This design comes from an exercise in tuning for small area, a short achievable clock period and few clock cycles per item on the open sky130 flow, not from production work.
The RTL was checked by simulation tests, not by an equivalence proof against the original design.

==> flow/design.v (excerpt) <==
module g96_mixer (
    input  wire         clk,
    input  wire         rst,           
    input  wire         in_valid,
    output wire         in_ready,
    input  wire [63:0]  in_key,
    input  wire [31:0]  in_stream,
    input  wire [7:0]   in_purpose,
    input  wire [63:0]  in_pos,
    input  wire         in_quick,
    output wire         out_valid,
    input  wire         out_ready,
    output wire [127:0] out_block
);
    localparam [31:0] KINC0 = 32'hA5C31E6B;
    localparam [31:0] KINC1 = 32'h7F4A9D27;
    reg [31:0]  x1, x3;            
    reg [31:0]  a0, a2;            
    reg [31:0]  k0, k1;            
    reg [63:0]  ob;                
    reg         ofull;             
    reg         run;               
    reg         acc;               
    reg         first;             
    reg [3:0]   left;              
    wire last = (left == 4'd1);
    wire hold = ofull && !out_ready;           
    wire load = !run || last || hold;
    assign in_ready  = run && !acc && !ofull && !last;
    assign out_valid = ofull;
    assign out_block = {x3, ob[63:32], x1, ob[31:0]};
    wire accept = in_valid && in_ready;
    wire finish = run && last && acc;          
    wire [31:0] y1 = first ? in_pos[63:32] : x1;
    wire [31:0] y3 = first ? {in_purpose, 24'd0} : x3;
    wire m0_1 = a0[29] ^ ~a0[27];
    wire m0_2 = a0[29] & ~a0[27];
    wire m0_3 = a0[30] ^ ~a0[28] ^ ~a0[26];
    wire m0_4 = (a0[30] & ~a0[28]) | (a0[30] & ~a0[26]) | (~a0[28] & ~a0[26]);
    wire m0_5 = a0[31] ^ ~a0[29] ^ ~a0[27];
    wire m0_6 = (a0[31] & ~a0[29]) | (a0[31] & ~a0[27]) | (~a0[29] & ~a0[27]);
    wire m0_7 = a0[19] ^ ~a0[17];
    wire m0_8 = a0[19] & ~a0[17];
  ...
Settings: LEC_CHECK=0, CAP_MARGIN=20, CORE_MARGIN=2, CORE_UTILIZATION=50, CTS_BUF_LIST=sky130_fd_sc_hd__clkbuf_8, CTS_CLUSTER_DIAMETER=50, CTS_CLUSTER_SIZE=16, SLEW_MARGIN=20; clock period 20.0 ns.
standard.sh (not shown) runs the stock make flow with config.mk's settings and CLKGATE_MAP_FILE= SYNTH_SCRIPT=/design/flow/synth_recipe.tcl, a recipe that flattens the netlist after the stock synthesis.
==> flow/flow/run.sh <==
#!/bin/bash
# The standard layout, with three changes:
#  - the port buffers are the smallest buffer (buf_1) instead of the one
#    buffer_ports picks by default;
#  - timing repair is asked to leave setup slack to spare at the design's
#    clock (the clock and constraints are the design's own);
#  - after the standard synthesis, flow/polfix.py re-chooses the polarity of
#    the full adders to drop inverters (same logic, same registers), and the
#    layout is made from that netlist.
set -euo pipefail
export BUFFER_PORTS_ARGS="-buffer_cell sky130_fd_sc_hd__buf_1"
export SETUP_SLACK_MARGIN=12.5
R="$PWD/orfs/results/${FLOW_PLATFORM}/g96_mixer/base"
bash standard.sh "$R/1_2_yosys.v" > synth_make.log 2>&1
cp "$R/1_2_yosys.v" "$R/1_2_yosys.standard.v"
python3 flow/polfix.py "$R/1_2_yosys.standard.v" "$R/1_2_yosys.polfix.v" > polfix.log 2>&1
cp "$R/1_2_yosys.polfix.v" "$R/1_2_yosys.v"
bash standard.sh > standard_make.log 2>&1
Other scripts of this flow, unchanged in this note and not shown: flow/flow/polfix.py
Testbench counts at the start, summed over its fixed seeds: cycles 72,392, items 8,000.
==> next run, changes <==
--- a/flow/flow/run.sh
+++ b/flow/flow/run.sh
@@ -10,5 +10,5 @@
 set -euo pipefail
 export BUFFER_PORTS_ARGS="-buffer_cell sky130_fd_sc_hd__buf_1"
-export SETUP_SLACK_MARGIN=12.5
+export SETUP_SLACK_MARGIN=12.9
 R="$PWD/orfs/results/${FLOW_PLATFORM}/g96_mixer/base"
 bash standard.sh "$R/1_2_yosys.v" > synth_make.log 2>&1
After rerunning:
- The changed run produced a clean layout
- flip-flop and latch count stays the same
- cell area came out higher by a few percent
- setup slack gets better by 0.26 ns
- critical path depth came out higher by 5

Setup of build 39:
g96_mixer again, from the RTL that the note above started with.
clock: 20.0 ns
lec_check: 0
cap_margin: 20
core_margin: 2
core_utilization: 50
cts_buf_list: sky130_fd_sc_hd__clkbuf_4 sky130_fd_sc_hd__clkbuf_8
slew_margin: 20
==> flow/flow/run.sh <==
#!/bin/bash
# The standard layout, with the port buffers made of the smallest buffer
# (buf_1) instead of the one buffer_ports picks by default, and timing
# repair asked to leave setup slack to spare at the design's clock.
set -euo pipefail
export BUFFER_PORTS_ARGS="-buffer_cell sky130_fd_sc_hd__buf_1"
export SETUP_SLACK_MARGIN=11.9
bash standard.sh > standard_make.log 2>&1
Testbench counts of build 39, summed over its fixed seeds: cycles 72,392, items 8,000.
Changes in trial 93 relative to build 39:
--- a/flow/flow/run.sh
+++ b/flow/flow/run.sh
@@ -6,3 +6,3 @@
 export BUFFER_PORTS_ARGS="-buffer_cell sky130_fd_sc_hd__buf_1"
-export SETUP_SLACK_MARGIN=11.9
+export SETUP_SLACK_MARGIN=13.2
 bash standard.sh > standard_make.log 2>&1
--- outcome ---
When trial 93 is measured against build 39, its critical path depth turns out about 18% higher.
Initial antenna violation count | trial 93 below build 39
Relative to build 39, utilization increased by 6.4 points in trial 93.
Going from build 39 to trial 93, proportion of cell area spent on the clock network closely matched the old numbers, data arrival time of the critical path decreased by 0.65 ns relative to the old numbers, wire length on met1 increased by 8.0% relative to the old numbers.
Trial 93: tightest hold margin is 0.0098 ns higher than what build 39 reported.

g96_mixer, a different RTL version from the one above (not shown whole).
Size in the first run: about 2500 cells after synthesis.
clock: 20.0 ns
lec_check: 0
cap_margin: 20
core_margin: 2
core_utilization: 50
cts_buf_list: sky130_fd_sc_hd__clkbuf_4 sky130_fd_sc_hd__clkbuf_8
slew_margin: 20
==> flow/flow/run.sh <==
#!/bin/bash
# The standard layout, with the port buffers made of the smallest buffer
# (buf_1) instead of the one buffer_ports picks by default.
set -euo pipefail
export BUFFER_PORTS_ARGS="-buffer_cell sky130_fd_sc_hd__buf_1"
bash standard.sh > standard_make.log 2>&1
The starting point went through all stages and came out clean.
Testbench counts at the start, summed over its fixed seeds: cycles 72,392, items 8,000.
Next try:
==> flow/run.sh (new file) <==
#!/bin/bash
# synth_recipe.tcl (not shown) runs the flow's synth.tcl, then flattens the netlist and writes it again
# the make line also repeats each setting of config.mk as NAME=value (left out here)
make -C /OpenROAD-flow-scripts/flow DESIGN_CONFIG=/design/flow/config.mk WORK_HOME=/design/flow/orfs CLKGATE_MAP_FILE= SYNTH_SCRIPT=/design/flow/synth_recipe.tcl finish
removed: flow/flow/run.sh
removed: flow/standard.sh
Effect: Worst hold slack is better by 0.029 ns. Sequential share of layout area came out lower by 1.8 points. Register-to-register slack is worse by 0.20 ns. First-iteration DRC count came out higher by a little under a tenth. Cell area came out higher by a few percent. Fmax came out lower by a few percent. Wire length came out higher by a few percent.

-- what the ideal ports hide --
How much do the figures lean on ideal ports? The routed layouts below were timed once more, with nothing changed but the port constraints.
Step 1: set_driving_cell puts a clkbuf_16 on clk and a buf_2 on each other input, an assumption about the parent block.
Step 2 moves the port delays by t, midway between the first and last clock arrival at a register: inputs arrive t later, outputs are due t later. That takes back most of the time a late clock gives input paths.
Three values: ideal ports, drivers, drivers and shift; two values: the first two.
| run | t (ns) | setup WS [ns] | worst setup path after step 2 | clock arrival spread, ns |
|---|---|---|---|---|
| the first run of note 1 | 0.694 | 12.669 / 12.669 / 12.109 | input to register | 0.082 / 0.083 |
| the second run of note 1 | 0.679 | 12.925 / 12.925 / 12.300 | input to register | 0.042 / 0.042 |
| build 39 | 0.696 | 12.157 / 12.157 / 11.960 | input to register | 0.044 / 0.044 |
| trial 93 | 0.711 | 12.814 / 12.814 / 12.274 | input to register | 0.074 / 0.074 |
| the first run of note 3 | 0.720 | 10.549 / 10.549 / 10.549 | register to register | 0.060 / 0.060 |
| the second run of note 3 | 0.710 | 10.346 / 10.346 / 10.346 | register to register | 0.039 / 0.039 |
After both steps setup and hold are still met in every run listed. For the second run of note 1, which loses most, drivers alone change the setup slack by 0.000 ns; drivers and shift together by -0.625 ns.
